Context: an optimization exercise on an open-source flow, tuned for small area and a short achievable clock period. The choices shown serve that exercise and are no tape-out recipe. Where RTL was checked, it was by simulation tests only, not by an equivalence proof against the original. The RTL of run 2 was laid out without a check of its function.

## flow/design.v (module list and top-level ports; edited modules follow where they fit)
// module ecc80_codec: 841 lines
module ecc80_codec (
    input  wire        clk,
    input  wire        rst,
    input  wire        enc_valid_i,
    input  wire [63:0] enc_data_i,
    output reg         enc_valid_o,
    output reg  [15:0] enc_check_o,
    input  wire        dec_valid_i,
    input  wire [79:0] dec_cw_i,
    output reg         dec_valid_o,
    output reg  [63:0] dec_data_o,
    output reg  [15:0] dec_check_o,
    output reg  [1:0]  dec_err_o
);
  // ...
==> flow/flow/run.sh <==
#!/bin/bash
# The standard layout (the standard.sh on the ORFS finish target), with one
# change: the buffers that buffer_ports puts on every input and output port are
# sky130_fd_sc_hd__buf_1 instead of the cell OpenROAD picks by default.
# The whole make output goes to standard.log in the work folder; ORFS also
# keeps each step's own log under orfs/logs/.
set -euo pipefail
cd "$(dirname "$0")/.."
bash standard.sh "BUFFER_PORTS_ARGS=-buffer_cell sky130_fd_sc_hd__buf_1" finish > standard.log 2>&1
==> flow/standard.sh <==
#!/bin/bash
# synth_recipe.tcl (not shown) runs the flow's synth.tcl, then flattens the netlist and writes it again
# the make line also repeats each setting of config.mk as NAME=value (left out here)
make -C /OpenROAD-flow-scripts/flow DESIGN_CONFIG=/design/flow/config.mk WORK_HOME=/design/flow/orfs CLKGATE_MAP_FILE= SYNTH_SCRIPT=/design/flow/synth_recipe.tcl "${@:-finish}"
==> flow/config.mk <==
export PLATFORM = sky130hd
export DESIGN_NAME = ecc80_codec
export DESIGN_NICKNAME = ecc80_codec
export VERILOG_FILES = /design/flow/design.v
export SDC_FILE = /design/flow/constraint.sdc
export NUM_CORES = 4
export LEC_CHECK = 0
export ABC_AREA = 1
export CAP_MARGIN = 20
export CORE_MARGIN = 2
export CORE_UTILIZATION = 55
export PLACE_DENSITY = 0.7
export SLEW_MARGIN = 70
==> flow/constraint.sdc <==
create_clock -name core_clock -period 22.0 [get_ports {clk}]
set_input_delay 4.4000 -clock core_clock [delete_from_list [all_inputs] [get_ports {clk}]]
set_output_delay 4.4000 -clock core_clock [all_outputs]
set_load 0.01 [all_outputs]
==> run summary, run 1 <==
max-cap violations=0; status=no timing/DRC/antenna violations; routing usage on met3=5.58%; buffering overhead=4.87%; Leading cell kind=multi-input combinational cells; clock buffer count=39; Setup violations, final=0; FP Rows=66; final hold viol count=0; Place WS=15.32 ns; final setup margin=15.78 ns; CTS tree=done; setup TNS=0 ns; Mean Syn Cell Area=7.20 µm²; post-synth net total=2684; clock sinks=296; comb_multi_in=1916; routability cong.=1.01; Gate Count Post-Synth=2522; Post-CTS Hold Buffers=0; GR Layer Usage met1=41.9%; CP Capture Type=flip-flop; reg-to-reg startpoint=y_q2[5]$_DFF_P_; DR WL/cell=19.9 µm; Max Fclk=161 MHz; crit path max-delay cell type=xor2_1; r2r endpoint=dec_data_o[29]$_DFF_P_; hpwl dp=52000 µm; CP Launch Point=dec_cw_i[36]; vias per cell=5.48; ClkCell Share=4.46%
==> inputs of run 2 (changes only) <==
==> flow/design.v (replaced) <==
module ecc80_codec (
    input  wire        clk,
    input  wire        rst,
    input  wire        enc_valid_i,
    input  wire [63:0] enc_data_i,
    output reg         enc_valid_o,
    output reg  [15:0] enc_check_o,
    input  wire        dec_valid_i,
    input  wire [79:0] dec_cw_i,
    output reg         dec_valid_o,
    output reg  [63:0] dec_data_o,
    output reg  [15:0] dec_check_o,
    output reg  [1:0]  dec_err_o
);
    wire [121:0] exl;
    assign exl[0] = enc_data_i[11] ^ enc_data_i[30];
    assign exl[1] = enc_data_i[24] ^ enc_data_i[29];
    assign exl[2] = enc_data_i[6] ^ enc_data_i[26];
    assign exl[3] = enc_data_i[25] ^ enc_data_i[31];
    assign exl[4] = enc_data_i[22] ^ enc_data_i[23];
    assign exl[5] = enc_data_i[1] ^ enc_data_i[10];
    assign exl[6] = enc_data_i[19] ^ enc_data_i[21];
    assign exl[7] = enc_data_i[4] ^ enc_data_i[9];
    assign exl[8] = enc_data_i[2] ^ enc_data_i[13];
    assign exl[9] = enc_data_i[3] ^ enc_data_i[12];
    assign exl[10] = enc_data_i[5] ^ enc_data_i[18];
    assign exl[11] = exl[0] ^ exl[3];
    assign exl[12] = enc_data_i[17] ^ enc_data_i[28];
    assign exl[13] = enc_data_i[20] ^ exl[5];
    assign exl[14] = enc_data_i[27] ^ exl[6];
    assign exl[15] = enc_data_i[0] ^ exl[7];
    assign exl[16] = exl[1] ^ exl[4];
    assign exl[17] = enc_data_i[14] ^ exl[9];
    assign exl[18] = exl[10] ^ exl[13];
    assign exl[19] = exl[2] ^ exl[11];
    assign exl[20] = enc_data_i[15] ^ exl[8];
    assign exl[21] = enc_data_i[7] ^ exl[14];
    assign exl[22] = exl[12] ^ exl[16];
    assign exl[23] = enc_data_i[8] ^ exl[18];
    assign exl[24] = enc_data_i[11] ^ enc_data_i[16];
    assign exl[25] = exl[15] ^ exl[17];
    assign exl[26] = exl[0] ^ exl[20];
    assign exl[27] = enc_data_i[4] ^ enc_data_i[7];
    assign exl[28] = enc_data_i[21] ^ enc_data_i[22];
    assign exl[29] = enc_data_i[6] ^ enc_data_i[29];
    assign exl[30] = enc_data_i[10] ^ enc_data_i[16];
    assign exl[31] = enc_data_i[15] ^ enc_data_i[27];
    assign exl[32] = exl[8] ^ exl[24];
    assign exl[33] = enc_data_i[31] ^ exl[4];
    assign exl[34] = enc_data_i[23] ^ exl[1];
    assign exl[35] = enc_data_i[25] ^ exl[5];
    assign exl[36] = exl[9] ^ exl[27];
    assign exl[37] = enc_data_i[5] ^ exl[17];
    assign exl[38] = exl[15] ^ exl[19];
    assign exl[39] = exl[11] ^ exl[22];
    assign exl[40] = exl[21] ^ exl[25];
    assign exl[41] = enc_data_i[28] ^ exl[23];
    assign exl[42] = enc_data_i[2] ^ enc_data_i[11];
    assign exl[43] = enc_data_i[17] ^ exl[29];
    assign exl[44] = exl[42] ^ exl[13];
    assign exl[45] = exl[43] ^ exl[44];
    assign exl[46] = exl[40] ^ exl[45];
    assign exl[47] = exl[28] ^ exl[36];
    assign exl[48] = exl[26] ^ exl[47];
    assign exl[49] = exl[48] ^ exl[41];
    assign exl[50] = enc_data_i[8] ^ exl[6];
    assign exl[51] = exl[7] ^ exl[29];
    assign exl[52] = exl[32] ^ exl[33];
    assign exl[53] = exl[50] ^ exl[51];
    assign exl[54] = exl[37] ^ exl[52];
    assign exl[55] = exl[53] ^ exl[54];
    assign exl[56] = enc_data_i[0] ^ enc_data_i[1];
    assign exl[57] = enc_data_i[5] ^ exl[56];
    assign exl[58] = exl[14] ^ exl[16];
    assign exl[59] = exl[57] ^ exl[26];
    assign exl[60] = exl[58] ^ exl[59];
    assign exl[61] = exl[30] ^ exl[15];
    assign exl[62] = exl[21] ^ exl[61];
    assign exl[63] = exl[39] ^ exl[62];
    assign exl[64] = enc_data_i[12] ^ enc_data_i[26];
    assign exl[65] = exl[64] ^ exl[23];
    assign exl[66] = exl[39] ^ exl[65];
    assign exl[67] = enc_data_i[9] ^ enc_data_i[12];
    assign exl[68] = enc_data_i[18] ^ exl[8];
    assign exl[69] = exl[67] ^ exl[14];
    assign exl[70] = exl[34] ^ exl[68];
    assign exl[71] = exl[19] ^ exl[69];
    assign exl[72] = exl[70] ^ exl[71];
    assign exl[73] = enc_data_i[1] ^ exl[1];
    assign exl[74] = exl[8] ^ exl[12];
    assign exl[75] = exl[28] ^ exl[73];
    assign exl[76] = exl[74] ^ exl[75];
    assign exl[77] = exl[38] ^ exl[76];
    assign exl[78] = enc_data_i[17] ^ enc_data_i[20];
    assign exl[79] = exl[4] ^ exl[6];
    assign exl[80] = exl[10] ^ exl[78];
    assign exl[81] = exl[79] ^ exl[80];
    assign exl[82] = exl[81] ^ exl[38];
    assign exl[83] = enc_data_i[12] ^ enc_data_i[24];
    assign exl[84] = exl[2] ^ exl[83];
    assign exl[85] = exl[33] ^ exl[84];
    assign exl[86] = exl[18] ^ exl[21];
    assign exl[87] = exl[85] ^ exl[86];
    assign exl[88] = enc_data_i[8] ^ enc_data_i[13];
    assign exl[89] = exl[88] ^ exl[35];
    assign exl[90] = exl[22] ^ exl[25];
    assign exl[91] = exl[89] ^ exl[90];
    assign exl[92] = enc_data_i[14] ^ enc_data_i[26];
    assign exl[93] = exl[7] ^ exl[10];
    assign exl[94] = exl[92] ^ exl[34];
    assign exl[95] = exl[35] ^ exl[93];
    assign exl[96] = exl[26] ^ exl[94];
    assign exl[97] = exl[95] ^ exl[96];
    assign exl[98] = enc_data_i[2] ^ enc_data_i[19];
    assign exl[99] = enc_data_i[24] ^ exl[30];
    assign exl[100] = exl[31] ^ exl[98];
    assign exl[101] = exl[99] ^ exl[100];
    assign exl[102] = exl[19] ^ exl[37];
    assign exl[103] = exl[101] ^ exl[102];
    assign exl[104] = enc_data_i[13] ^ enc_data_i[20];
    assign exl[105] = exl[2] ^ exl[3];
    assign exl[106] = exl[12] ^ exl[24];
    assign exl[107] = exl[31] ^ exl[104];
    assign exl[108] = exl[36] ^ exl[105];
    assign exl[109] = exl[106] ^ exl[107];
    assign exl[110] = exl[108] ^ exl[109];
    assign exl[111] = enc_data_i[0] ^ enc_data_i[3];
    assign exl[112] = enc_data_i[9] ^ enc_data_i[19];
    assign exl[113] = exl[2] ^ exl[111];
    assign exl[114] = exl[112] ^ exl[32];
    assign exl[115] = exl[113] ^ exl[114];
    assign exl[116] = exl[115] ^ exl[41];
    assign exl[117] = enc_data_i[16] ^ exl[20];
    assign exl[118] = exl[19] ^ exl[22];
    assign exl[119] = exl[117] ^ exl[23];
    assign exl[120] = exl[40] ^ exl[118];
    assign exl[121] = exl[119] ^ exl[120];
    wire [120:0] exh;
    assign exh[0] = enc_data_i[32] ^ enc_data_i[57];
    assign exh[1] = enc_data_i[47] ^ enc_data_i[50];
    assign exh[2] = enc_data_i[43] ^ enc_data_i[45];
    assign exh[3] = enc_data_i[44] ^ enc_data_i[49];
    assign exh[4] = enc_data_i[54] ^ enc_data_i[63];
    assign exh[5] = enc_data_i[41] ^ enc_data_i[46];
    assign exh[6] = enc_data_i[48] ^ enc_data_i[61];
    assign exh[7] = enc_data_i[42] ^ exh[1];
    assign exh[8] = enc_data_i[52] ^ exh[3];
    assign exh[9] = enc_data_i[55] ^ exh[0];
    assign exh[10] = enc_data_i[58] ^ exh[2];
    assign exh[11] = enc_data_i[40] ^ enc_data_i[53];
    assign exh[12] = enc_data_i[38] ^ enc_data_i[39];
    assign exh[13] = enc_data_i[51] ^ enc_data_i[59];
    assign exh[14] = enc_data_i[37] ^ enc_data_i[62];
    assign exh[15] = enc_data_i[35] ^ enc_data_i[60];
    assign exh[16] = enc_data_i[36] ^ exh[6];
    assign exh[17] = enc_data_i[56] ^ exh[7];
    assign exh[18] = exh[5] ^ exh[13];
    assign exh[19] = exh[11] ^ exh[15];
    assign exh[20] = enc_data_i[34] ^ exh[4];
    assign exh[21] = enc_data_i[33] ^ exh[10];
    assign exh[22] = enc_data_i[56] ^ exh[12];
    assign exh[23] = exh[8] ^ exh[18];
    assign exh[24] = exh[9] ^ exh[14];
    assign exh[25] = exh[16] ^ exh[17];
    assign exh[26] = enc_data_i[39] ^ enc_data_i[62];
    assign exh[27] = enc_data_i[53] ^ enc_data_i[59];
    assign exh[28] = enc_data_i[46] ^ enc_data_i[63];
    assign exh[29] = enc_data_i[44] ^ enc_data_i[60];
    assign exh[30] = enc_data_i[55] ^ enc_data_i[57];
    assign exh[31] = enc_data_i[38] ^ enc_data_i[49];
    assign exh[32] = enc_data_i[50] ^ enc_data_i[58];
    assign exh[33] = exh[26] ^ exh[30];
    assign exh[34] = enc_data_i[42] ^ exh[3];
    assign exh[35] = enc_data_i[40] ^ exh[5];
    assign exh[36] = enc_data_i[51] ^ exh[14];
    assign exh[37] = enc_data_i[52] ^ exh[6];
    assign exh[38] = exh[8] ^ exh[28];
    assign exh[39] = exh[9] ^ exh[22];
    assign exh[40] = exh[21] ^ exh[31];
    assign exh[41] = exh[21] ^ exh[23];
    assign exh[42] = enc_data_i[48] ^ exh[17];
    assign exh[43] = exh[20] ^ exh[25];
    assign exh[44] = enc_data_i[57] ^ enc_data_i[63];
    assign exh[45] = exh[44] ^ exh[36];
    assign exh[46] = exh[37] ^ exh[45];
    assign exh[47] = exh[40] ^ exh[46];
    assign exh[48] = enc_data_i[34] ^ enc_data_i[62];
    assign exh[49] = exh[12] ^ exh[27];
    assign exh[50] = exh[32] ^ exh[48];
    assign exh[51] = exh[49] ^ exh[50];
    assign exh[52] = exh[38] ^ exh[51];
    assign exh[53] = enc_data_i[39] ^ enc_data_i[45];
    assign exh[54] = exh[1] ^ exh[4];
    assign exh[55] = exh[13] ^ exh[53];
    assign exh[56] = exh[19] ^ exh[54];
    assign exh[57] = exh[55] ^ exh[56];
    assign exh[58] = enc_data_i[36] ^ enc_data_i[60];
    assign exh[59] = exh[4] ^ exh[58];
    assign exh[60] = exh[35] ^ exh[59];
    assign exh[61] = exh[24] ^ exh[60];
    assign exh[62] = exh[40] ^ exh[61];
    assign exh[63] = enc_data_i[34] ^ exh[2];
    assign exh[64] = exh[33] ^ exh[63];
    assign exh[65] = exh[23] ^ exh[64];
    assign exh[66] = exh[42] ^ exh[65];
    assign exh[67] = enc_data_i[51] ^ exh[0];
    assign exh[68] = exh[10] ^ exh[19];
    assign exh[69] = exh[67] ^ exh[38];
    assign exh[70] = exh[68] ^ exh[42];
    assign exh[71] = exh[69] ^ exh[70];
    assign exh[72] = enc_data_i[53] ^ enc_data_i[54];
    assign exh[73] = exh[0] ^ exh[1];
    assign exh[74] = exh[72] ^ exh[16];
    assign exh[75] = exh[73] ^ exh[74];
    assign exh[76] = exh[41] ^ exh[75];
    assign exh[77] = enc_data_i[38] ^ enc_data_i[43];
    assign exh[78] = enc_data_i[46] ^ enc_data_i[61];
    assign exh[79] = exh[27] ^ exh[29];
    assign exh[80] = exh[77] ^ exh[78];
    assign exh[81] = exh[7] ^ exh[9];
    assign exh[82] = exh[20] ^ exh[79];
    assign exh[83] = exh[80] ^ exh[81];
    assign exh[84] = exh[82] ^ exh[83];
    assign exh[85] = enc_data_i[37] ^ enc_data_i[47];
    assign exh[86] = exh[4] ^ exh[15];
    assign exh[87] = exh[85] ^ exh[8];
    assign exh[88] = exh[86] ^ exh[39];
    assign exh[89] = exh[87] ^ exh[88];
    assign exh[90] = enc_data_i[33] ^ enc_data_i[45];
    assign exh[91] = exh[11] ^ exh[32];
    assign exh[92] = exh[90] ^ exh[16];
    assign exh[93] = exh[91] ^ exh[39];
    assign exh[94] = exh[92] ^ exh[93];
    assign exh[95] = enc_data_i[32] ^ enc_data_i[59];
    assign exh[96] = exh[2] ^ exh[95];
    assign exh[97] = exh[20] ^ exh[22];
    assign exh[98] = exh[35] ^ exh[37];
    assign exh[99] = exh[96] ^ exh[97];
    assign exh[100] = exh[98] ^ exh[99];
    assign exh[101] = enc_data_i[33] ^ enc_data_i[47];
    assign exh[102] = exh[5] ^ exh[101];
    assign exh[103] = exh[19] ^ exh[33];
    assign exh[104] = exh[34] ^ exh[102];
    assign exh[105] = exh[103] ^ exh[104];
    assign exh[106] = enc_data_i[40] ^ enc_data_i[41];
    assign exh[107] = exh[106] ^ exh[10];
    assign exh[108] = exh[107] ^ exh[43];
    assign exh[109] = enc_data_i[35] ^ enc_data_i[43];
    assign exh[110] = enc_data_i[48] ^ exh[109];
    assign exh[111] = exh[18] ^ exh[34];
    assign exh[112] = exh[110] ^ exh[24];
    assign exh[113] = exh[111] ^ exh[112];
    assign exh[114] = exh[0] ^ exh[29];
    assign exh[115] = exh[36] ^ exh[114];
    assign exh[116] = exh[115] ^ exh[25];
    assign exh[117] = exh[12] ^ exh[19];
    assign exh[118] = exh[24] ^ exh[117];
    assign exh[119] = exh[41] ^ exh[118];
    assign exh[120] = exh[43] ^ exh[119];
    wire [15:0] enc_pl, enc_ph;
    assign enc_pl[0] = exl[46];
    assign enc_ph[0] = exh[47];
    assign enc_pl[1] = exl[49];
    assign enc_ph[1] = exh[52];
    assign enc_pl[2] = exl[55];
    assign enc_ph[2] = exh[57];
    assign enc_pl[3] = exl[60];
    assign enc_ph[3] = exh[62];
    assign enc_pl[4] = exl[63];
    assign enc_ph[4] = exh[66];
    assign enc_pl[5] = exl[66];
    assign enc_ph[5] = exh[71];
    assign enc_pl[6] = exl[72];
    assign enc_ph[6] = exh[76];
    assign enc_pl[7] = exl[77];
    assign enc_ph[7] = exh[84];
    assign enc_pl[8] = exl[82];
    assign enc_ph[8] = exh[89];
    assign enc_pl[9] = exl[87];
    assign enc_ph[9] = exh[94];
    assign enc_pl[10] = exl[91];
    assign enc_ph[10] = exh[100];
    assign enc_pl[11] = exl[97];
    assign enc_ph[11] = exh[105];
    assign enc_pl[12] = exl[103];
    assign enc_ph[12] = exh[108];
    assign enc_pl[13] = exl[110];
    assign enc_ph[13] = exh[113];
    assign enc_pl[14] = exl[116];
    assign enc_ph[14] = exh[116];
    assign enc_pl[15] = exl[121];
    assign enc_ph[15] = exh[120];
    reg         enc_v1;
    reg  [15:0] enc_ql, enc_qh;
    always @(posedge clk) begin
        enc_v1 <= enc_valid_i & ~rst;
        enc_ql <= enc_pl;
        enc_qh <= enc_ph;
    end
    wire [15:0] enc_chk = enc_ql ^ enc_qh ^ 16'h9935;
    always @(posedge clk) begin
        enc_valid_o <= enc_v1 & ~rst;
        enc_check_o <= enc_chk;
    end
    function [6:0] gf_mul;
        input [6:0] a;
        input [6:0] b;
        reg   [12:0] p;
        integer i;
        begin
            p = 13'd0;
            for (i = 0; i < 7; i = i + 1)
                if (b[i]) p = p ^ ({6'd0, a} << i);
            for (i = 12; i >= 7; i = i - 1)
                if (p[i]) p = p ^ (13'h89 << (i - 7));
            gf_mul = p[6:0];
        end
    endfunction
    function pos_ok;
        input [6:0] x;
        begin
            case (x)
                7'd1, 7'd2, 7'd3, 7'd4, 7'd5, 7'd6, 7'd8, 7'd9, 7'd10, 7'd11,
                7'd12, 7'd16, 7'd18, 7'd20, 7'd22, 7'd24, 7'd25, 7'd27, 7'd29, 7'd31,
                7'd32, 7'd35, 7'd36, 7'd37, 7'd39, 7'd40, 7'd41, 7'd43, 7'd44, 7'd45,
                7'd47, 7'd48, 7'd50, 7'd51, 7'd53, 7'd54, 7'd55, 7'd57, 7'd58, 7'd61,
                7'd62, 7'd64, 7'd65, 7'd69, 7'd70, 7'd72, 7'd73, 7'd74, 7'd75, 7'd78,
                7'd80, 7'd81, 7'd82, 7'd83, 7'd85, 7'd86, 7'd87, 7'd88, 7'd90, 7'd93,
                7'd94, 7'd95, 7'd96, 7'd97, 7'd100, 7'd102, 7'd106, 7'd107, 7'd108, 7'd109,
                7'd110, 7'd111, 7'd113, 7'd114, 7'd115, 7'd116, 7'd122, 7'd124, 7'd125: pos_ok = 1'b1;
                default: pos_ok = 1'b0;
            endcase
        end
    endfunction
    function pos_chk;
        input [6:0] x;
        begin
            case (x)
                7'd1, 7'd2, 7'd4, 7'd8, 7'd9, 7'd16, 7'd18, 7'd25, 7'd32, 7'd36, 7'd50, 7'd64, 7'd65, 7'd72, 7'd100: pos_chk = 1'b1;
                default: pos_chk = 1'b0;
            endcase
        end
    endfunction
    function [6:0] inv_cube;
        input [6:0] x;
        begin
            inv_cube[0] =
                (x == 7'd1) | (x == 7'd2) | (x == 7'd4) | (x == 7'd6) | (x == 7'd8) | (x == 7'd11) |
                (x == 7'd12) | (x == 7'd14) | (x == 7'd15) | (x == 7'd16) | (x == 7'd18) | (x == 7'd20) |
                (x == 7'd22) | (x == 7'd24) | (x == 7'd30) | (x == 7'd31) | (x == 7'd32) | (x == 7'd35) |
                (x == 7'd36) | (x == 7'd38) | (x == 7'd39) | (x == 7'd40) | (x == 7'd42) | (x == 7'd44) |
                (x == 7'd48) | (x == 7'd49) | (x == 7'd50) | (x == 7'd58) | (x == 7'd59) | (x == 7'd61) |
                (x == 7'd62) | (x == 7'd63) | (x == 7'd64) | (x == 7'd69) | (x == 7'd70) | (x == 7'd71) |
                (x == 7'd72) | (x == 7'd77) | (x == 7'd80) | (x == 7'd82) | (x == 7'd84) | (x == 7'd85) |
                (x == 7'd88) | (x == 7'd90) | (x == 7'd91) | (x == 7'd92) | (x == 7'd93) | (x == 7'd94) |
                (x == 7'd96) | (x == 7'd99) | (x == 7'd100) | (x == 7'd101) | (x == 7'd104) | (x == 7'd105) |
                (x == 7'd106) | (x == 7'd107) | (x == 7'd108) | (x == 7'd112) | (x == 7'd113) | (x == 7'd114) |
                (x == 7'd116) | (x == 7'd120) | (x == 7'd122) | (x == 7'd127);
            inv_cube[1] =
                (x == 7'd4) | (x == 7'd5) | (x == 7'd6) | (x == 7'd7) | (x == 7'd12) | (x == 7'd15) |
                (x == 7'd16) | (x == 7'd18) | (x == 7'd25) | (x == 7'd29) | (x == 7'd30) | (x == 7'd31) |
                (x == 7'd33) | (x == 7'd35) | (x == 7'd36) | (x == 7'd37) | (x == 7'd38) | (x == 7'd39) |
                (x == 7'd43) | (x == 7'd44) | (x == 7'd45) | (x == 7'd47) | (x == 7'd48) | (x == 7'd51) |
                (x == 7'd53) | (x == 7'd55) | (x == 7'd56) | (x == 7'd57) | (x == 7'd58) | (x == 7'd59) |
                (x == 7'd62) | (x == 7'd63) | (x == 7'd64) | (x == 7'd65) | (x == 7'd71) | (x == 7'd73) |
                (x == 7'd74) | (x == 7'd75) | (x == 7'd76) | (x == 7'd78) | (x == 7'd79) | (x == 7'd80) |
                (x == 7'd82) | (x == 7'd83) | (x == 7'd85) | (x == 7'd86) | (x == 7'd87) | (x == 7'd94) |
                (x == 7'd98) | (x == 7'd99) | (x == 7'd103) | (x == 7'd105) | (x == 7'd107) | (x == 7'd110) |
                (x == 7'd111) | (x == 7'd112) | (x == 7'd113) | (x == 7'd115) | (x == 7'd116) | (x == 7'd117) |
                (x == 7'd118) | (x == 7'd120) | (x == 7'd121) | (x == 7'd122);
            inv_cube[2] =
                (x == 7'd13) | (x == 7'd14) | (x == 7'd15) | (x == 7'd16) | (x == 7'd17) | (x == 7'd18) |
                (x == 7'd20) | (x == 7'd21) | (x == 7'd22) | (x == 7'd24) | (x == 7'd25) | (x == 7'd26) |
                (x == 7'd27) | (x == 7'd29) | (x == 7'd30) | (x == 7'd31) | (x == 7'd32) | (x == 7'd36) |
                (x == 7'd37) | (x == 7'd39) | (x == 7'd40) | (x == 7'd41) | (x == 7'd44) | (x == 7'd46) |
                (x == 7'd47) | (x == 7'd49) | (x == 7'd50) | (x == 7'd51) | (x == 7'd52) | (x == 7'd53) |
                (x == 7'd59) | (x == 7'd63) | (x == 7'd67) | (x == 7'd70) | (x == 7'd71) | (x == 7'd73) |
                (x == 7'd75) | (x == 7'd77) | (x == 7'd79) | (x == 7'd80) | (x == 7'd83) | (x == 7'd85) |
                (x == 7'd88) | (x == 7'd89) | (x == 7'd90) | (x == 7'd92) | (x == 7'd93) | (x == 7'd95) |
                (x == 7'd98) | (x == 7'd102) | (x == 7'd103) | (x == 7'd104) | (x == 7'd105) | (x == 7'd109) |
                (x == 7'd111) | (x == 7'd115) | (x == 7'd116) | (x == 7'd118) | (x == 7'd119) | (x == 7'd120) |
                (x == 7'd121) | (x == 7'd124) | (x == 7'd126) | (x == 7'd127);
            inv_cube[3] =
                (x == 7'd3) | (x == 7'd7) | (x == 7'd9) | (x == 7'd10) | (x == 7'd14) | (x == 7'd19) |
                (x == 7'd21) | (x == 7'd25) | (x == 7'd29) | (x == 7'd30) | (x == 7'd38) | (x == 7'd39) |
                (x == 7'd41) | (x == 7'd45) | (x == 7'd46) | (x == 7'd47) | (x == 7'd49) | (x == 7'd52) |
                (x == 7'd53) | (x == 7'd54) | (x == 7'd56) | (x == 7'd57) | (x == 7'd59) | (x == 7'd60) |
                (x == 7'd62) | (x == 7'd63) | (x == 7'd64) | (x == 7'd65) | (x == 7'd67) | (x == 7'd68) |
                (x == 7'd69) | (x == 7'd70) | (x == 7'd71) | (x == 7'd72) | (x == 7'd75) | (x == 7'd77) |
                (x == 7'd80) | (x == 7'd82) | (x == 7'd84) | (x == 7'd87) | (x == 7'd88) | (x == 7'd89) |
                (x == 7'd93) | (x == 7'd94) | (x == 7'd96) | (x == 7'd98) | (x == 7'd99) | (x == 7'd100) |
                (x == 7'd101) | (x == 7'd102) | (x == 7'd103) | (x == 7'd104) | (x == 7'd107) | (x == 7'd108) |
                (x == 7'd110) | (x == 7'd114) | (x == 7'd116) | (x == 7'd117) | (x == 7'd118) | (x == 7'd120) |
                (x == 7'd122) | (x == 7'd123) | (x == 7'd124) | (x == 7'd127);
            inv_cube[4] =
                (x == 7'd2) | (x == 7'd3) | (x == 7'd4) | (x == 7'd5) | (x == 7'd7) | (x == 7'd8) |
                (x == 7'd9) | (x == 7'd12) | (x == 7'd16) | (x == 7'd19) | (x == 7'd22) | (x == 7'd24) |
                (x == 7'd25) | (x == 7'd28) | (x == 7'd30) | (x == 7'd32) | (x == 7'd33) | (x == 7'd35) |
                (x == 7'd36) | (x == 7'd40) | (x == 7'd41) | (x == 7'd44) | (x == 7'd45) | (x == 7'd48) |
                (x == 7'd49) | (x == 7'd51) | (x == 7'd53) | (x == 7'd57) | (x == 7'd60) | (x == 7'd61) |
                (x == 7'd62) | (x == 7'd63) | (x == 7'd64) | (x == 7'd65) | (x == 7'd67) | (x == 7'd70) |
                (x == 7'd72) | (x == 7'd73) | (x == 7'd76) | (x == 7'd78) | (x == 7'd79) | (x == 7'd80) |
                (x == 7'd81) | (x == 7'd84) | (x == 7'd88) | (x == 7'd89) | (x == 7'd91) | (x == 7'd93) |
                (x == 7'd95) | (x == 7'd96) | (x == 7'd97) | (x == 7'd98) | (x == 7'd100) | (x == 7'd105) |
                (x == 7'd107) | (x == 7'd109) | (x == 7'd116) | (x == 7'd118) | (x == 7'd119) | (x == 7'd121) |
                (x == 7'd122) | (x == 7'd124) | (x == 7'd125) | (x == 7'd126);
            inv_cube[5] =
                (x == 7'd7) | (x == 7'd8) | (x == 7'd9) | (x == 7'd10) | (x == 7'd11) | (x == 7'd12) |
                (x == 7'd14) | (x == 7'd17) | (x == 7'd21) | (x == 7'd23) | (x == 7'd24) | (x == 7'd27) |
                (x == 7'd29) | (x == 7'd30) | (x == 7'd31) | (x == 7'd32) | (x == 7'd35) | (x == 7'd36) |
                (x == 7'd37) | (x == 7'd39) | (x == 7'd41) | (x == 7'd45) | (x == 7'd47) | (x == 7'd50) |
                (x == 7'd53) | (x == 7'd58) | (x == 7'd60) | (x == 7'd62) | (x == 7'd66) | (x == 7'd70) |
                (x == 7'd71) | (x == 7'd72) | (x == 7'd74) | (x == 7'd76) | (x == 7'd77) | (x == 7'd78) |
                (x == 7'd79) | (x == 7'd85) | (x == 7'd86) | (x == 7'd87) | (x == 7'd88) | (x == 7'd90) |
                (x == 7'd91) | (x == 7'd94) | (x == 7'd95) | (x == 7'd96) | (x == 7'd97) | (x == 7'd99) |
                (x == 7'd101) | (x == 7'd102) | (x == 7'd105) | (x == 7'd106) | (x == 7'd107) | (x == 7'd110) |
                (x == 7'd111) | (x == 7'd112) | (x == 7'd114) | (x == 7'd116) | (x == 7'd118) | (x == 7'd121) |
                (x == 7'd123) | (x == 7'd124) | (x == 7'd125) | (x == 7'd126);
            inv_cube[6] =
                (x == 7'd5) | (x == 7'd7) | (x == 7'd15) | (x == 7'd19) | (x == 7'd23) | (x == 7'd26) |
                (x == 7'd27) | (x == 7'd28) | (x == 7'd30) | (x == 7'd31) | (x == 7'd32) | (x == 7'd34) |
                (x == 7'd35) | (x == 7'd36) | (x == 7'd40) | (x == 7'd41) | (x == 7'd42) | (x == 7'd44) |
                (x == 7'd47) | (x == 7'd48) | (x == 7'd49) | (x == 7'd50) | (x == 7'd51) | (x == 7'd52) |
                (x == 7'd54) | (x == 7'd55) | (x == 7'd57) | (x == 7'd58) | (x == 7'd59) | (x == 7'd60) |
                (x == 7'd61) | (x == 7'd62) | (x == 7'd64) | (x == 7'd69) | (x == 7'd71) | (x == 7'd72) |
                (x == 7'd74) | (x == 7'd77) | (x == 7'd78) | (x == 7'd80) | (x == 7'd82) | (x == 7'd83) |
                (x == 7'd87) | (x == 7'd88) | (x == 7'd89) | (x == 7'd91) | (x == 7'd92) | (x == 7'd94) |
                (x == 7'd97) | (x == 7'd98) | (x == 7'd100) | (x == 7'd101) | (x == 7'd102) | (x == 7'd103) |
                (x == 7'd104) | (x == 7'd106) | (x == 7'd111) | (x == 7'd113) | (x == 7'd117) | (x == 7'd118) |
                (x == 7'd119) | (x == 7'd121) | (x == 7'd123) | (x == 7'd126);
        end
    endfunction
    wire [79:0] raw = dec_cw_i ^ 80'h99350000000000000000;
    wire [99:0] sx0_;
    assign sx0_[0] = raw[2] ^ raw[18];
    assign sx0_[1] = raw[4] ^ raw[10];
    assign sx0_[2] = raw[9] ^ raw[22];
    assign sx0_[3] = raw[0] ^ raw[23];
    assign sx0_[4] = raw[1] ^ raw[24];
    assign sx0_[5] = raw[8] ^ raw[13];
    assign sx0_[6] = raw[11] ^ raw[25];
    assign sx0_[7] = raw[12] ^ raw[15];
    assign sx0_[8] = raw[14] ^ raw[17];
    assign sx0_[9] = raw[3] ^ sx0_[2];
    assign sx0_[10] = raw[5] ^ sx0_[1];
    assign sx0_[11] = raw[16] ^ sx0_[5];
    assign sx0_[12] = raw[7] ^ raw[26];
    assign sx0_[13] = raw[6] ^ sx0_[0];
    assign sx0_[14] = raw[21] ^ sx0_[6];
    assign sx0_[15] = sx0_[4] ^ sx0_[7];
    assign sx0_[16] = raw[19] ^ sx0_[3];
    assign sx0_[17] = raw[19] ^ raw[23];
    assign sx0_[18] = raw[10] ^ sx0_[8];
    assign sx0_[19] = raw[20] ^ sx0_[10];
    assign sx0_[20] = sx0_[9] ^ sx0_[12];
    assign sx0_[21] = sx0_[13] ^ sx0_[16];
    assign sx0_[22] = sx0_[3] ^ sx0_[11];
    assign sx0_[23] = sx0_[14] ^ sx0_[20];
    assign sx0_[24] = raw[6] ^ raw[14];
    assign sx0_[25] = raw[20] ^ raw[26];
    assign sx0_[26] = raw[22] ^ sx0_[1];
    assign sx0_[27] = raw[9] ^ sx0_[4];
    assign sx0_[28] = raw[3] ^ sx0_[17];
    assign sx0_[29] = sx0_[11] ^ sx0_[15];
    assign sx0_[30] = sx0_[13] ^ sx0_[18];
    assign sx0_[31] = raw[4] ^ sx0_[9];
    assign sx0_[32] = raw[24] ^ sx0_[14];
    assign sx0_[33] = raw[21] ^ sx0_[10];
    assign sx0_[34] = sx0_[8] ^ sx0_[19];
    assign sx0_[35] = sx0_[21] ^ sx0_[29];
    assign sx0_[36] = sx0_[23] ^ sx0_[34];
    assign sx0_[37] = sx0_[35] ^ sx0_[36];
    assign sx0_[38] = raw[6] ^ sx0_[7];
    assign sx0_[39] = sx0_[12] ^ sx0_[26];
    assign sx0_[40] = sx0_[38] ^ sx0_[22];
    assign sx0_[41] = sx0_[39] ^ sx0_[40];
    assign sx0_[42] = raw[5] ^ raw[7];
    assign sx0_[43] = raw[11] ^ sx0_[8];
    assign sx0_[44] = sx0_[42] ^ sx0_[27];
    assign sx0_[45] = sx0_[43] ^ sx0_[22];
    assign sx0_[46] = sx0_[44] ^ sx0_[45];
    assign sx0_[47] = raw[8] ^ raw[9];
    assign sx0_[48] = raw[25] ^ sx0_[47];
    assign sx0_[49] = sx0_[15] ^ sx0_[48];
    assign sx0_[50] = sx0_[30] ^ sx0_[49];
    assign sx0_[51] = raw[8] ^ raw[12];
    assign sx0_[52] = sx0_[6] ^ sx0_[51];
    assign sx0_[53] = sx0_[52] ^ sx0_[21];
    assign sx0_[54] = sx0_[31] ^ sx0_[53];
    assign sx0_[55] = raw[12] ^ raw[13];
    assign sx0_[56] = sx0_[12] ^ sx0_[55];
    assign sx0_[57] = sx0_[27] ^ sx0_[28];
    assign sx0_[58] = sx0_[56] ^ sx0_[19];
    assign sx0_[59] = sx0_[57] ^ sx0_[58];
    assign sx0_[60] = raw[2] ^ sx0_[5];
    assign sx0_[61] = sx0_[24] ^ sx0_[60];
    assign sx0_[62] = sx0_[19] ^ sx0_[32];
    assign sx0_[63] = sx0_[61] ^ sx0_[62];
    assign sx0_[64] = raw[5] ^ sx0_[7];
    assign sx0_[65] = sx0_[24] ^ sx0_[64];
    assign sx0_[66] = sx0_[65] ^ sx0_[23];
    assign sx0_[67] = raw[25] ^ sx0_[0];
    assign sx0_[68] = sx0_[11] ^ sx0_[28];
    assign sx0_[69] = sx0_[67] ^ sx0_[33];
    assign sx0_[70] = sx0_[68] ^ sx0_[69];
    assign sx0_[71] = raw[11] ^ raw[15];
    assign sx0_[72] = raw[16] ^ sx0_[2];
    assign sx0_[73] = sx0_[71] ^ sx0_[10];
    assign sx0_[74] = sx0_[72] ^ sx0_[21];
    assign sx0_[75] = sx0_[73] ^ sx0_[74];
    assign sx0_[76] = sx0_[0] ^ sx0_[6];
    assign sx0_[77] = sx0_[17] ^ sx0_[25];
    assign sx0_[78] = sx0_[26] ^ sx0_[76];
    assign sx0_[79] = sx0_[77] ^ sx0_[29];
    assign sx0_[80] = sx0_[78] ^ sx0_[79];
    assign sx0_[81] = sx0_[2] ^ sx0_[25];
    assign sx0_[82] = sx0_[81] ^ sx0_[22];
    assign sx0_[83] = sx0_[30] ^ sx0_[32];
    assign sx0_[84] = sx0_[82] ^ sx0_[83];
    assign sx0_[85] = raw[7] ^ raw[17];
    assign sx0_[86] = raw[20] ^ sx0_[0];
    assign sx0_[87] = sx0_[85] ^ sx0_[15];
    assign sx0_[88] = sx0_[86] ^ sx0_[31];
    assign sx0_[89] = sx0_[87] ^ sx0_[88];
    assign sx0_[90] = raw[1] ^ raw[8];
    assign sx0_[91] = raw[15] ^ raw[18];
    assign sx0_[92] = sx0_[8] ^ sx0_[90];
    assign sx0_[93] = sx0_[91] ^ sx0_[9];
    assign sx0_[94] = sx0_[92] ^ sx0_[33];
    assign sx0_[95] = sx0_[93] ^ sx0_[94];
    assign sx0_[96] = raw[18] ^ sx0_[15];
    assign sx0_[97] = sx0_[16] ^ sx0_[18];
    assign sx0_[98] = sx0_[96] ^ sx0_[97];
    assign sx0_[99] = sx0_[23] ^ sx0_[98];
    wire [14:0] pg0;
    assign pg0[0] = sx0_[37];
    assign pg0[1] = sx0_[41];
    assign pg0[2] = sx0_[46];
    assign pg0[3] = sx0_[50];
    assign pg0[4] = sx0_[54];
    assign pg0[5] = sx0_[59];
    assign pg0[6] = sx0_[63];
    assign pg0[7] = sx0_[66];
    assign pg0[8] = sx0_[70];
    assign pg0[9] = sx0_[75];
    assign pg0[10] = sx0_[80];
    assign pg0[11] = sx0_[84];
    assign pg0[12] = sx0_[89];
    assign pg0[13] = sx0_[95];
    assign pg0[14] = sx0_[99];
    wire [95:0] sx1_;
    assign sx1_[0] = raw[36] ^ raw[37];
    assign sx1_[1] = raw[40] ^ raw[43];
    assign sx1_[2] = raw[35] ^ raw[46];
    assign sx1_[3] = raw[31] ^ raw[41];
    assign sx1_[4] = raw[34] ^ raw[52];
    assign sx1_[5] = raw[51] ^ raw[53];
    assign sx1_[6] = raw[27] ^ raw[45];
    assign sx1_[7] = raw[33] ^ raw[42];
    assign sx1_[8] = raw[30] ^ sx1_[1];
    assign sx1_[9] = raw[44] ^ raw[47];
    assign sx1_[10] = raw[28] ^ raw[38];
    assign sx1_[11] = raw[39] ^ sx1_[4];
    assign sx1_[12] = raw[32] ^ sx1_[0];
    assign sx1_[13] = sx1_[5] ^ sx1_[10];
    assign sx1_[14] = raw[48] ^ sx1_[2];
    assign sx1_[15] = sx1_[3] ^ sx1_[9];
    assign sx1_[16] = raw[49] ^ sx1_[7];
    assign sx1_[17] = raw[50] ^ sx1_[8];
    assign sx1_[18] = raw[29] ^ sx1_[11];
    assign sx1_[19] = raw[44] ^ sx1_[2];
    assign sx1_[20] = sx1_[6] ^ sx1_[12];
    assign sx1_[21] = raw[40] ^ raw[42];
    assign sx1_[22] = raw[45] ^ raw[51];
    assign sx1_[23] = raw[37] ^ sx1_[6];
    assign sx1_[24] = raw[43] ^ sx1_[0];
    assign sx1_[25] = sx1_[16] ^ sx1_[24];
    assign sx1_[26] = sx1_[13] ^ sx1_[16];
    assign sx1_[27] = raw[41] ^ sx1_[8];
    assign sx1_[28] = sx1_[15] ^ sx1_[21];
    assign sx1_[29] = raw[33] ^ sx1_[19];
    assign sx1_[30] = sx1_[3] ^ sx1_[12];
    assign sx1_[31] = sx1_[7] ^ sx1_[23];
    assign sx1_[32] = sx1_[14] ^ sx1_[20];
    assign sx1_[33] = raw[38] ^ sx1_[17];
    assign sx1_[34] = raw[35] ^ sx1_[18];
    assign sx1_[35] = sx1_[15] ^ sx1_[17];
    assign sx1_[36] = sx1_[18] ^ sx1_[26];
    assign sx1_[37] = sx1_[32] ^ sx1_[35];
    assign sx1_[38] = sx1_[36] ^ sx1_[37];
    assign sx1_[39] = raw[36] ^ sx1_[6];
    assign sx1_[40] = sx1_[39] ^ sx1_[28];
    assign sx1_[41] = sx1_[34] ^ sx1_[40];
    assign sx1_[42] = raw[28] ^ raw[42];
    assign sx1_[43] = raw[53] ^ sx1_[42];
    assign sx1_[44] = sx1_[43] ^ sx1_[27];
    assign sx1_[45] = sx1_[32] ^ sx1_[44];
    assign sx1_[46] = raw[29] ^ raw[46];
    assign sx1_[47] = sx1_[10] ^ sx1_[46];
    assign sx1_[48] = sx1_[15] ^ sx1_[47];
    assign sx1_[49] = sx1_[25] ^ sx1_[48];
    assign sx1_[50] = raw[27] ^ raw[35];
    assign sx1_[51] = raw[48] ^ raw[52];
    assign sx1_[52] = sx1_[50] ^ sx1_[51];
    assign sx1_[53] = sx1_[52] ^ sx1_[30];
    assign sx1_[54] = sx1_[33] ^ sx1_[53];
    assign sx1_[55] = raw[39] ^ raw[44];
    assign sx1_[56] = sx1_[55] ^ sx1_[26];
    assign sx1_[57] = sx1_[30] ^ sx1_[56];
    assign sx1_[58] = raw[32] ^ raw[38];
    assign sx1_[59] = raw[50] ^ sx1_[1];
    assign sx1_[60] = sx1_[58] ^ sx1_[59];
    assign sx1_[61] = sx1_[18] ^ sx1_[31];
    assign sx1_[62] = sx1_[60] ^ sx1_[61];
    assign sx1_[63] = raw[34] ^ raw[39];
    assign sx1_[64] = sx1_[63] ^ sx1_[13];
    assign sx1_[65] = sx1_[27] ^ sx1_[29];
    assign sx1_[66] = sx1_[64] ^ sx1_[65];
    assign sx1_[67] = raw[32] ^ raw[52];
    assign sx1_[68] = sx1_[5] ^ sx1_[67];
    assign sx1_[69] = sx1_[14] ^ sx1_[68];
    assign sx1_[70] = sx1_[28] ^ sx1_[69];
    assign sx1_[71] = raw[53] ^ sx1_[0];
    assign sx1_[72] = sx1_[4] ^ sx1_[19];
    assign sx1_[73] = sx1_[71] ^ sx1_[72];
    assign sx1_[74] = sx1_[33] ^ sx1_[73];
    assign sx1_[75] = raw[47] ^ sx1_[13];
    assign sx1_[76] = sx1_[14] ^ sx1_[31];
    assign sx1_[77] = sx1_[75] ^ sx1_[76];
    assign sx1_[78] = raw[31] ^ raw[36];
    assign sx1_[79] = raw[49] ^ sx1_[1];
    assign sx1_[80] = sx1_[22] ^ sx1_[78];
    assign sx1_[81] = sx1_[79] ^ sx1_[80];
    assign sx1_[82] = sx1_[29] ^ sx1_[81];
    assign sx1_[83] = raw[46] ^ raw[47];
    assign sx1_[84] = sx1_[3] ^ sx1_[22];
    assign sx1_[85] = sx1_[83] ^ sx1_[11];
    assign sx1_[86] = sx1_[84] ^ sx1_[17];
    assign sx1_[87] = sx1_[85] ^ sx1_[86];
    assign sx1_[88] = raw[45] ^ sx1_[5];
    assign sx1_[89] = sx1_[88] ^ sx1_[25];
    assign sx1_[90] = sx1_[34] ^ sx1_[89];
    assign sx1_[91] = raw[41] ^ raw[46];
    assign sx1_[92] = raw[50] ^ sx1_[4];
    assign sx1_[93] = sx1_[9] ^ sx1_[91];
    assign sx1_[94] = sx1_[92] ^ sx1_[93];
    assign sx1_[95] = sx1_[20] ^ sx1_[94];
    wire [14:0] pg1;
    assign pg1[0] = sx1_[38];
    assign pg1[1] = sx1_[41];
    assign pg1[2] = sx1_[45];
    assign pg1[3] = sx1_[49];
    assign pg1[4] = sx1_[54];
    assign pg1[5] = sx1_[57];
    assign pg1[6] = sx1_[62];
    assign pg1[7] = sx1_[66];
    assign pg1[8] = sx1_[70];
    assign pg1[9] = sx1_[74];
    assign pg1[10] = sx1_[77];
    assign pg1[11] = sx1_[82];
    assign pg1[12] = sx1_[87];
    assign pg1[13] = sx1_[90];
    assign pg1[14] = sx1_[95];
    wire [89:0] sx2_;
    assign sx2_[0] = raw[57] ^ raw[60];
    assign sx2_[1] = raw[58] ^ raw[61];
    assign sx2_[2] = raw[56] ^ raw[59];
    assign sx2_[3] = raw[54] ^ raw[62];
    assign sx2_[4] = raw[71] ^ raw[78];
    assign sx2_[5] = raw[73] ^ raw[77];
    assign sx2_[6] = raw[63] ^ sx2_[0];
    assign sx2_[7] = raw[72] ^ raw[75];
    assign sx2_[8] = raw[55] ^ sx2_[1];
    assign sx2_[9] = raw[67] ^ raw[74];
    assign sx2_[10] = raw[68] ^ raw[76];
    assign sx2_[11] = raw[64] ^ sx2_[4];
    assign sx2_[12] = sx2_[2] ^ sx2_[5];
    assign sx2_[13] = raw[69] ^ sx2_[0];
    assign sx2_[14] = raw[65] ^ raw[70];
    assign sx2_[15] = sx2_[7] ^ sx2_[14];
    assign sx2_[16] = sx2_[3] ^ sx2_[13];
    assign sx2_[17] = raw[60] ^ raw[66];
    assign sx2_[18] = raw[70] ^ raw[74];
    assign sx2_[19] = raw[68] ^ raw[72];
    assign sx2_[20] = raw[66] ^ raw[69];
    assign sx2_[21] = raw[72] ^ raw[76];
    assign sx2_[22] = raw[61] ^ raw[62];
    assign sx2_[23] = raw[77] ^ raw[78];
    assign sx2_[24] = sx2_[9] ^ sx2_[10];
    assign sx2_[25] = sx2_[1] ^ sx2_[3];
    assign sx2_[26] = raw[71] ^ sx2_[9];
    assign sx2_[27] = raw[63] ^ sx2_[17];
    assign sx2_[28] = sx2_[2] ^ sx2_[10];
    assign sx2_[29] = sx2_[8] ^ sx2_[18];
    assign sx2_[30] = sx2_[6] ^ sx2_[12];
    assign sx2_[31] = raw[54] ^ sx2_[6];
    assign sx2_[32] = sx2_[11] ^ sx2_[20];
    assign sx2_[33] = raw[59] ^ sx2_[6];
    assign sx2_[34] = sx2_[15] ^ sx2_[24];
    assign sx2_[35] = sx2_[32] ^ sx2_[34];
    assign sx2_[36] = sx2_[3] ^ sx2_[8];
    assign sx2_[37] = sx2_[30] ^ sx2_[36];
    assign sx2_[38] = sx2_[35] ^ sx2_[37];
    assign sx2_[39] = raw[79] ^ sx2_[5];
    assign sx2_[40] = sx2_[39] ^ sx2_[35];
    assign sx2_[41] = raw[60] ^ raw[75];
    assign sx2_[42] = sx2_[2] ^ sx2_[41];
    assign sx2_[43] = sx2_[11] ^ sx2_[25];
    assign sx2_[44] = sx2_[42] ^ sx2_[43];
    assign sx2_[45] = raw[55] ^ raw[65];
    assign sx2_[46] = sx2_[21] ^ sx2_[22];
    assign sx2_[47] = sx2_[45] ^ sx2_[46];
    assign sx2_[48] = sx2_[33] ^ sx2_[47];
    assign sx2_[49] = raw[56] ^ sx2_[5];
    assign sx2_[50] = sx2_[25] ^ sx2_[27];
    assign sx2_[51] = sx2_[49] ^ sx2_[50];
    assign sx2_[52] = raw[55] ^ raw[56];
    assign sx2_[53] = raw[58] ^ raw[75];
    assign sx2_[54] = sx2_[52] ^ sx2_[53];
    assign sx2_[55] = sx2_[26] ^ sx2_[54];
    assign sx2_[56] = sx2_[31] ^ sx2_[55];
    assign sx2_[57] = raw[57] ^ sx2_[7];
    assign sx2_[58] = sx2_[8] ^ sx2_[28];
    assign sx2_[59] = sx2_[57] ^ sx2_[58];
    assign sx2_[60] = raw[58] ^ raw[76];
    assign sx2_[61] = sx2_[60] ^ sx2_[12];
    assign sx2_[62] = sx2_[16] ^ sx2_[61];
    assign sx2_[63] = sx2_[23] ^ sx2_[29];
    assign sx2_[64] = sx2_[33] ^ sx2_[63];
    assign sx2_[65] = raw[73] ^ raw[74];
    assign sx2_[66] = sx2_[1] ^ sx2_[65];
    assign sx2_[67] = sx2_[11] ^ sx2_[13];
    assign sx2_[68] = sx2_[66] ^ sx2_[67];
    assign sx2_[69] = sx2_[19] ^ sx2_[23];
    assign sx2_[70] = sx2_[8] ^ sx2_[69];
    assign sx2_[71] = sx2_[16] ^ sx2_[70];
    assign sx2_[72] = sx2_[7] ^ sx2_[22];
    assign sx2_[73] = sx2_[12] ^ sx2_[26];
    assign sx2_[74] = sx2_[72] ^ sx2_[73];
    assign sx2_[75] = raw[59] ^ raw[73];
    assign sx2_[76] = sx2_[4] ^ sx2_[75];
    assign sx2_[77] = sx2_[15] ^ sx2_[76];
    assign sx2_[78] = sx2_[16] ^ sx2_[77];
    assign sx2_[79] = raw[70] ^ sx2_[19];
    assign sx2_[80] = sx2_[79] ^ sx2_[30];
    assign sx2_[81] = raw[61] ^ raw[67];
    assign sx2_[82] = raw[77] ^ sx2_[4];
    assign sx2_[83] = sx2_[81] ^ sx2_[28];
    assign sx2_[84] = sx2_[82] ^ sx2_[31];
    assign sx2_[85] = sx2_[83] ^ sx2_[84];
    assign sx2_[86] = raw[71] ^ raw[73];
    assign sx2_[87] = sx2_[21] ^ sx2_[86];
    assign sx2_[88] = sx2_[27] ^ sx2_[87];
    assign sx2_[89] = sx2_[29] ^ sx2_[88];
    wire [15:0] pg2;
    assign pg2[0] = sx2_[38];
    assign pg2[1] = sx2_[40];
    assign pg2[2] = sx2_[44];
    assign pg2[3] = sx2_[48];
    assign pg2[4] = sx2_[51];
    assign pg2[5] = sx2_[56];
    assign pg2[6] = sx2_[59];
    assign pg2[7] = sx2_[62];
    assign pg2[8] = sx2_[64];
    assign pg2[9] = sx2_[68];
    assign pg2[10] = sx2_[71];
    assign pg2[11] = sx2_[74];
    assign pg2[12] = sx2_[78];
    assign pg2[13] = sx2_[80];
    assign pg2[14] = sx2_[85];
    assign pg2[15] = sx2_[89];
    reg  v_q1;
    reg  [79:0] r_q1;
    reg  [14:0] pg0_q1;
    reg  [14:0] pg1_q1;
    reg  [15:0] pg2_q1;
    always @(posedge clk) begin
        v_q1 <= dec_valid_i & ~rst;
        r_q1 <= dec_cw_i;
        pg0_q1 <= pg0;
        pg1_q1 <= pg1;
        pg2_q1 <= pg2;
    end
    wire       sp = pg0_q1[0] ^ pg1_q1[0] ^ pg2_q1[0];
    wire       t  = pg2_q1[1];
    wire [6:0] s1, s3;
    assign s1[0] = pg0_q1[1] ^ pg1_q1[1] ^ pg2_q1[2];
    assign s1[1] = pg0_q1[2] ^ pg1_q1[2] ^ pg2_q1[3];
    assign s1[2] = pg0_q1[3] ^ pg1_q1[3] ^ pg2_q1[4];
    assign s1[3] = pg0_q1[4] ^ pg1_q1[4] ^ pg2_q1[5];
    assign s1[4] = pg0_q1[5] ^ pg1_q1[5] ^ pg2_q1[6];
    assign s1[5] = pg0_q1[6] ^ pg1_q1[6] ^ pg2_q1[7];
    assign s1[6] = pg0_q1[7] ^ pg1_q1[7] ^ pg2_q1[8];
    assign s3[0] = pg0_q1[8] ^ pg1_q1[8] ^ pg2_q1[9];
    assign s3[1] = pg0_q1[9] ^ pg1_q1[9] ^ pg2_q1[10];
    assign s3[2] = pg0_q1[10] ^ pg1_q1[10] ^ pg2_q1[11];
    assign s3[3] = pg0_q1[11] ^ pg1_q1[11] ^ pg2_q1[12];
    assign s3[4] = pg0_q1[12] ^ pg1_q1[12] ^ pg2_q1[13];
    assign s3[5] = pg0_q1[13] ^ pg1_q1[13] ^ pg2_q1[14];
    assign s3[6] = pg0_q1[14] ^ pg1_q1[14] ^ pg2_q1[15];
    wire [6:0] wv = gf_mul(s3, inv_cube(s1));
    wire       clean = ~sp & (s1 == 7'd0) & (s3 == 7'd0);
    wire       wunit = (wv == 7'd1);
    wire       wtr   = wv[0];
    wire [6:0] y;
    assign y[0] = 1'b0;
    assign y[1] = wv[2] ^ wv[3] ^ wv[4] ^ wv[6];
    assign y[2] = wv[3] ^ wv[4] ^ wv[6];
    assign y[3] = wv[5] ^ wv[6];
    assign y[4] = wv[1] ^ wv[2] ^ wv[4];
    assign y[5] = wv[3] ^ wv[5] ^ wv[6];
    assign y[6] = wv[3] ^ wv[6];
    reg  v_q2;
    reg  [79:0] r_q2;
    reg  sp_q2;
    reg  t_q2;
    reg  [6:0] s1_q2;
    reg  clean_q2;
    reg  wunit_q2;
    reg  wtr_q2;
    reg  [6:0] y_q2;
    always @(posedge clk) begin
        v_q2 <= v_q1 & ~rst;
        r_q2 <= r_q1;
        sp_q2 <= sp;
        t_q2 <= t;
        s1_q2 <= s1;
        clean_q2 <= clean;
        wunit_q2 <= wunit;
        wtr_q2 <= wtr;
        y_q2 <= y;
    end
    wire [6:0] x1 = gf_mul(s1_q2, y_q2);
    wire [6:0] x2 = x1 ^ s1_q2;
    wire ok1 = pos_ok(x1);
    wire ok2 = pos_ok(x2);
    wire ch1 = pos_chk(x1);
    wire ch2 = pos_chk(x2);
    wire one = sp_q2 & wunit_q2 & ok2;
    wire two = ~sp_q2 & ~clean_q2 & wtr_q2 & ok1 & ok2 & (t_q2 == (ch1 ^ ch2));
    wire fix = one | two;
    wire [79:0] flip;
    assign flip[79] = (clean_q2 & t_q2) | (one & (t_q2 ^ ch2));
    assign flip[64] = fix & ((x1 == 7'd1) | (x2 == 7'd1));
    assign flip[65] = fix & ((x1 == 7'd2) | (x2 == 7'd2));
    assign flip[66] = fix & ((x1 == 7'd4) | (x2 == 7'd4));
    assign flip[67] = fix & ((x1 == 7'd8) | (x2 == 7'd8));
    assign flip[68] = fix & ((x1 == 7'd16) | (x2 == 7'd16));
    assign flip[69] = fix & ((x1 == 7'd32) | (x2 == 7'd32));
    assign flip[70] = fix & ((x1 == 7'd64) | (x2 == 7'd64));
    assign flip[71] = fix & ((x1 == 7'd9) | (x2 == 7'd9));
    assign flip[72] = fix & ((x1 == 7'd18) | (x2 == 7'd18));
    assign flip[73] = fix & ((x1 == 7'd36) | (x2 == 7'd36));
    assign flip[74] = fix & ((x1 == 7'd72) | (x2 == 7'd72));
    assign flip[75] = fix & ((x1 == 7'd25) | (x2 == 7'd25));
    assign flip[76] = fix & ((x1 == 7'd50) | (x2 == 7'd50));
    assign flip[77] = fix & ((x1 == 7'd100) | (x2 == 7'd100));
    assign flip[78] = fix & ((x1 == 7'd65) | (x2 == 7'd65));
    assign flip[0] = fix & ((x1 == 7'd11) | (x2 == 7'd11));
    assign flip[1] = fix & ((x1 == 7'd22) | (x2 == 7'd22));
    assign flip[2] = fix & ((x1 == 7'd44) | (x2 == 7'd44));
    assign flip[3] = fix & ((x1 == 7'd88) | (x2 == 7'd88));
    assign flip[4] = fix & ((x1 == 7'd57) | (x2 == 7'd57));
    assign flip[5] = fix & ((x1 == 7'd114) | (x2 == 7'd114));
    assign flip[6] = fix & ((x1 == 7'd109) | (x2 == 7'd109));
    assign flip[7] = fix & ((x1 == 7'd83) | (x2 == 7'd83));
    assign flip[8] = fix & ((x1 == 7'd47) | (x2 == 7'd47));
    assign flip[9] = fix & ((x1 == 7'd94) | (x2 == 7'd94));
    assign flip[10] = fix & ((x1 == 7'd53) | (x2 == 7'd53));
    assign flip[11] = fix & ((x1 == 7'd106) | (x2 == 7'd106));
    assign flip[12] = fix & ((x1 == 7'd93) | (x2 == 7'd93));
    assign flip[13] = fix & ((x1 == 7'd51) | (x2 == 7'd51));
    assign flip[14] = fix & ((x1 == 7'd102) | (x2 == 7'd102));
    assign flip[15] = fix & ((x1 == 7'd69) | (x2 == 7'd69));
    assign flip[16] = fix & ((x1 == 7'd3) | (x2 == 7'd3));
    assign flip[17] = fix & ((x1 == 7'd6) | (x2 == 7'd6));
    assign flip[18] = fix & ((x1 == 7'd12) | (x2 == 7'd12));
    assign flip[19] = fix & ((x1 == 7'd24) | (x2 == 7'd24));
    assign flip[20] = fix & ((x1 == 7'd48) | (x2 == 7'd48));
    assign flip[21] = fix & ((x1 == 7'd96) | (x2 == 7'd96));
    assign flip[22] = fix & ((x1 == 7'd73) | (x2 == 7'd73));
    assign flip[23] = fix & ((x1 == 7'd27) | (x2 == 7'd27));
    assign flip[24] = fix & ((x1 == 7'd54) | (x2 == 7'd54));
    assign flip[25] = fix & ((x1 == 7'd108) | (x2 == 7'd108));
    assign flip[26] = fix & ((x1 == 7'd81) | (x2 == 7'd81));
    assign flip[27] = fix & ((x1 == 7'd43) | (x2 == 7'd43));
    assign flip[28] = fix & ((x1 == 7'd86) | (x2 == 7'd86));
    assign flip[29] = fix & ((x1 == 7'd37) | (x2 == 7'd37));
    assign flip[30] = fix & ((x1 == 7'd74) | (x2 == 7'd74));
    assign flip[31] = fix & ((x1 == 7'd29) | (x2 == 7'd29));
    assign flip[32] = fix & ((x1 == 7'd58) | (x2 == 7'd58));
    assign flip[33] = fix & ((x1 == 7'd116) | (x2 == 7'd116));
    assign flip[34] = fix & ((x1 == 7'd97) | (x2 == 7'd97));
    assign flip[35] = fix & ((x1 == 7'd75) | (x2 == 7'd75));
    assign flip[36] = fix & ((x1 == 7'd31) | (x2 == 7'd31));
    assign flip[37] = fix & ((x1 == 7'd62) | (x2 == 7'd62));
    assign flip[38] = fix & ((x1 == 7'd124) | (x2 == 7'd124));
    assign flip[39] = fix & ((x1 == 7'd113) | (x2 == 7'd113));
    assign flip[40] = fix & ((x1 == 7'd107) | (x2 == 7'd107));
    assign flip[41] = fix & ((x1 == 7'd95) | (x2 == 7'd95));
    assign flip[42] = fix & ((x1 == 7'd55) | (x2 == 7'd55));
    assign flip[43] = fix & ((x1 == 7'd110) | (x2 == 7'd110));
    assign flip[44] = fix & ((x1 == 7'd85) | (x2 == 7'd85));
    assign flip[45] = fix & ((x1 == 7'd35) | (x2 == 7'd35));
    assign flip[46] = fix & ((x1 == 7'd70) | (x2 == 7'd70));
    assign flip[47] = fix & ((x1 == 7'd5) | (x2 == 7'd5));
    assign flip[48] = fix & ((x1 == 7'd10) | (x2 == 7'd10));
    assign flip[49] = fix & ((x1 == 7'd20) | (x2 == 7'd20));
    assign flip[50] = fix & ((x1 == 7'd40) | (x2 == 7'd40));
    assign flip[51] = fix & ((x1 == 7'd80) | (x2 == 7'd80));
    assign flip[52] = fix & ((x1 == 7'd41) | (x2 == 7'd41));
    assign flip[53] = fix & ((x1 == 7'd82) | (x2 == 7'd82));
    assign flip[54] = fix & ((x1 == 7'd45) | (x2 == 7'd45));
    assign flip[55] = fix & ((x1 == 7'd90) | (x2 == 7'd90));
    assign flip[56] = fix & ((x1 == 7'd61) | (x2 == 7'd61));
    assign flip[57] = fix & ((x1 == 7'd122) | (x2 == 7'd122));
    assign flip[58] = fix & ((x1 == 7'd125) | (x2 == 7'd125));
    assign flip[59] = fix & ((x1 == 7'd115) | (x2 == 7'd115));
    assign flip[60] = fix & ((x1 == 7'd111) | (x2 == 7'd111));
    assign flip[61] = fix & ((x1 == 7'd87) | (x2 == 7'd87));
    assign flip[62] = fix & ((x1 == 7'd39) | (x2 == 7'd39));
    assign flip[63] = fix & ((x1 == 7'd78) | (x2 == 7'd78));
    wire [1:0] err;
    assign err = clean_q2 ? {1'b0, t_q2} : one ? {t_q2 ^ ch2, ~(t_q2 ^ ch2)} : two ? 2'd2 : 2'd3;
    always @(posedge clk) begin
        dec_valid_o <= v_q2 & ~rst;
        {dec_check_o, dec_data_o} <= r_q2 ^ flip;
        dec_err_o   <= err;
    end
endmodule
==> run 2 against run 1 <==
Compared with the run above:
- die area is 12% higher
- clock skew is 0.0039 ns lower
- non-clock buffer count grew 4
- count of clock-buffer cells in the layout rose by 9
- setup slack gained 0.36 ns
- register-to-register slack got worse by 0.52 ns
- final area up 14%
- critical endpoint is now enc_ql[15]$_DFF_P_
==> run summary, run 2 <==
gr usage total=33.8% (was 35.9%); GRT overflow=0 (unchanged); Mean Syn Cell Area=7.14 µm² (was 7.20 µm²); share of the synthesized area in the top cell type=35.1% (was 32.6%); Max Fclk=171 MHz (was 161 MHz); critical setup path kind=in -> reg (unchanged); worst reg-to-reg path cell count=26 (was 25); mux cell area share after synthesis=0% (unchanged); Die W=197 µm (was 186 µm); core footprint=36600 µm² (was 32500 µm²); EDFF count, synth=0 (unchanged); Mapped Area=20400 µm² (was 18200 µm²); largest family of logic cells by synthesized area=simple AND/OR/NAND/NOR gates (unchanged); Post-CTS Hold Buffers=0 (unchanged); post-synthesis xor/xnor area fraction=26.3% (was 26.2%); GR peak layer=met2 (unchanged); CTS tree=done (unchanged); DR WL/cell=18.3 µm (was 19.9 µm); port bufs=247 (unchanged); vias in the first global route=18400 (was 16700); met2 usage=57.9% (was 61.6%); Num CTS Buffers=38 (was 28); routing usage on met3=6.13% (was 5.58%); max-cap violations=0 (unchanged); commonest non-fill, non-tap cell in the layout=nand2_1 (unchanged); hold path depth=0 (unchanged); top cells by area, synth=dfxtp_1, nand2_1, xor2_1, xnor2_1, inv_1 (was dfxtp_1, nand2_1, xnor2_1, xor2_1, nand3_1); clk latency of the worst-skew pair=0.56 ns (was 0.55 ns); utilization after layout=64.6% (was 63.7%); starting density of the core=55.9% (was 55.8%); Worst-Margin Slew=0.476 ns (was 0.473 ns); r2r endpoint=dec_data_o[21]$_DFF_P_ (was dec_data_o[29]$_DFF_P_); Area Overhead vs Synth=15.6% (was 14.1%); fin crit share=26.6% (was 28.3%); DRT Wirelength=66100 µm (was 64000 µm); Synth Area in Compound Gates=3.06% (was 5.09%); cell taking the most area after synthesis=dfxtp_1 (unchanged); routability cong.=1.02 (was 1.01); clock sinks=359 (was 296); fraction of layout cells with a size suffix above 1=5.95% (was 6.92%); most frequent cell after synthesis=nand2_1 (unchanged); unrepaired setup endpoints after global routing=no (unchanged); fin crit period=5.86 ns (was 6.22 ns); Worst slew margin=68.2% (was 68.5%); commonest cells after routing, fill and taps aside=nand2_1, dfxtp_1, xor2_1 (unchanged); clock slew at reported path FFs=0.07 ns (about the same); Synth Area in Adders=0.857% (was 0.965%); sequential fraction of the synthesis area=35.1% (was 32.6%); Startpoint Class=input pin (unchanged); final slew viol count=0 (unchanged); vias per cell=5.25 (was 5.48); Yosys cell types=33 (was 41); reg-to-reg startpoint=s1_q2[4]$_DFF_P_ (was y_q2[5]$_DFF_P_); crit path max fanout=4 (was 3); Critical Path RT=22.47 ns (about the same); hold endpoint=r_q2[50]$_DFF_P_ (was r_q2[19]$_DFF_P_); yosys warns=1 (unchanged); die height=197 µm (was 186 µm); CP Capture Type=flip-flop (unchanged); post-synthesis simple-gate area fraction=28.8% (was 27.8%); H-tree depth=2 (was 1); DR pass1 iterations=8 (was 7); Die ar.=38700 µm² (was 34500 µm²); commonest cells in the netlist=nand2_1, dfxtp_1, xor2_1, xnor2_1, inv_1 (was nand2_1, dfxtp_1, xnor2_1, xor2_1, inv_1); initial antenna violation count=7 (was 8); antenna viol nets, final=0 (unchanged); Setup violations, final=0 (unchanged); Async SR Flop Fraction=0% (unchanged); final hold viol count=0 (unchanged); HP Start=r_q1[50]$_DFF_P_ (was r_q1[19]$_DFF_P_); DP Area=22200 µm² (was 19600 µm²); first-pass GRT wire length=101000 µm (was 94000 µm); Worst Skew=0.0205 ns (was 0.0245 ns); Worst Hold Class=reg -> reg (unchanged); Setup Fix Bufs, Post-CTS=0 (unchanged); Ports=248 (unchanged); hpwl dp=53200 µm (was 52000 µm); drt drc=0 (unchanged); Gates resized, CTS repair=0 (unchanged); GR Layer Usage met1=41.2% (was 41.9%); Fin Hold WS=0.322 ns (was 0.309 ns); ys flop type=dfxtp_1 (unchanged); Gate Count Post-Synth=2863 (was 2522); r2r setup slk=16.89 ns (was 17.41 ns); CTS max path bufs=3 (unchanged); Iter 0 DRT Violations=1661 (was 2068); pin count of the biggest net entering global routing=64 (was 63); count of state elements after synthesis=359 (was 296); FP Rows=70 (was 66); post-synth net total=3025 (was 2684); total number of vias=19000 (was 17600); Final Instance Area=23600 µm² (was 20700 µm²); Final nets=3279 (was 2916); Root Driver=clkbuf_16 (unchanged); status=no timing/DRC/antenna violations (unchanged); CP Data Arrival Time=6.33 ns (was 6.69 ns); setup TNS=0 ns (unchanged)
-- run 2: cell count changes in the layout (fill, tap and decap cells not counted), moves of 24 or more --
cell     change
nand3_1     -26
inv_2       -24
nor2_1      +62
dfxtp_1     +73
xor2_1      +55
nand2_1    +297
-- run 2: worst max path at each step --
| stage | from | endpoint | slack, ns | cells after the start |
|---|---|---|---|---|
| floorplan | enc_data_i[21] | enc_ql[15]$_DFF_P_ | 15.93 | 7 |
| global placement | enc_data_i[19] | enc_ql[15]$_DFF_P_ | 15.64 | 8 |
| detailed placement | enc_data_i[19] | enc_ql[15]$_DFF_P_ | 15.58 | 8 |
| CTS | enc_data_i[19] | enc_ql[15]$_DFF_P_ | 16.16 | 8 |
| global route | enc_data_i[19] | enc_ql[15]$_DFF_P_ | 15.98 | 8 |
| finish | enc_data_i[19] | enc_ql[15]$_DFF_P_ | 16.14 | 8 |
-- run 2: cell type report --
type | instances | area (µm²)
sequential | 359 | 7190
tap | 468 | 586
multi-input combinational | 2208 | 12600
clock buffer | 48 | 1070
fill | 3256 | 13000
inverter | 253 | 950
antenna | 4 | 10.0
clock inverter | 20 | 204
timing repair buffer | 257 | 1020
-- run 2: cell families (layout without fill, tap and decap cells) --
logic type | Yosys count | count (layout)
flops | 359 | 359
compound gates | 107 | 107
simple gates | 1477 | 1477
fa+ha+maj | 14 | 14
other cells | 0 | 4
xor+xnor | 610 | 610
buf+inv | 296 | 578
-- run 2: metrics by stage --
step | instances | setup slack (ns)
2_1_floorplan | 2863 | 15.93
3_3_place_gp | 3544 | 15.64
3_5_place_dp | 3545 | 15.58
4_1_cts | 3613 | 16.16
5_1_grt | 3613 | 15.98
6_report | 3617 | 16.14
-- run 2: metal layers --
layer	share of wire, %	vias to the layer above	wire length (µm)
met5	0.062	-	41
met4	5.1	6	3370
met3	7.5	193	4990
met2	47	825	31000
met1	40	8659	26700
li1	-	9293	-
-- run 2: worst max-delay path, stage by stage --
cell     delay [ns]
buf_1          0.13
or2_2          0.29
nand2_1        0.15
xor2_1         0.35
xor2_1         0.36
xor2_1         0.28
xor2_1         0.20
xor2_1         0.17

-- port drivers added, routing unchanged --
The flow's constraints put no driver on any port. The routed layouts listed below were extracted and timed again, unchanged, in two steps.
Step 1 (the two cells are an assumption about what drives the block):
set clk [get_ports {clk}]
set_driving_cell -lib_cell sky130_fd_sc_hd__clkbuf_16 $clk
set_driving_cell -lib_cell sky130_fd_sc_hd__buf_2 [delete_from_list [all_inputs] $clk]
Step 2 adds t to the input delays and takes it off the output delays; t is the mean of the earliest and latest rising clock arrival at the registers after step 1. Input paths then give back, and output paths get back, about the clock's delay inside the block.
Three values: ideal, step 1, step 2; two values: the first two.
run	t (ns)	setup WS [ns]	worst setup path after step 2
run 1	0.591	15.779 / 15.806 / 15.215	input to register
run 2	0.603	16.142 / 16.173 / 15.570	input to register
After both steps every run listed still meets setup and hold. For run 2, which loses most, drivers alone change the setup slack by +0.031 ns; drivers and shift together by -0.572 ns.
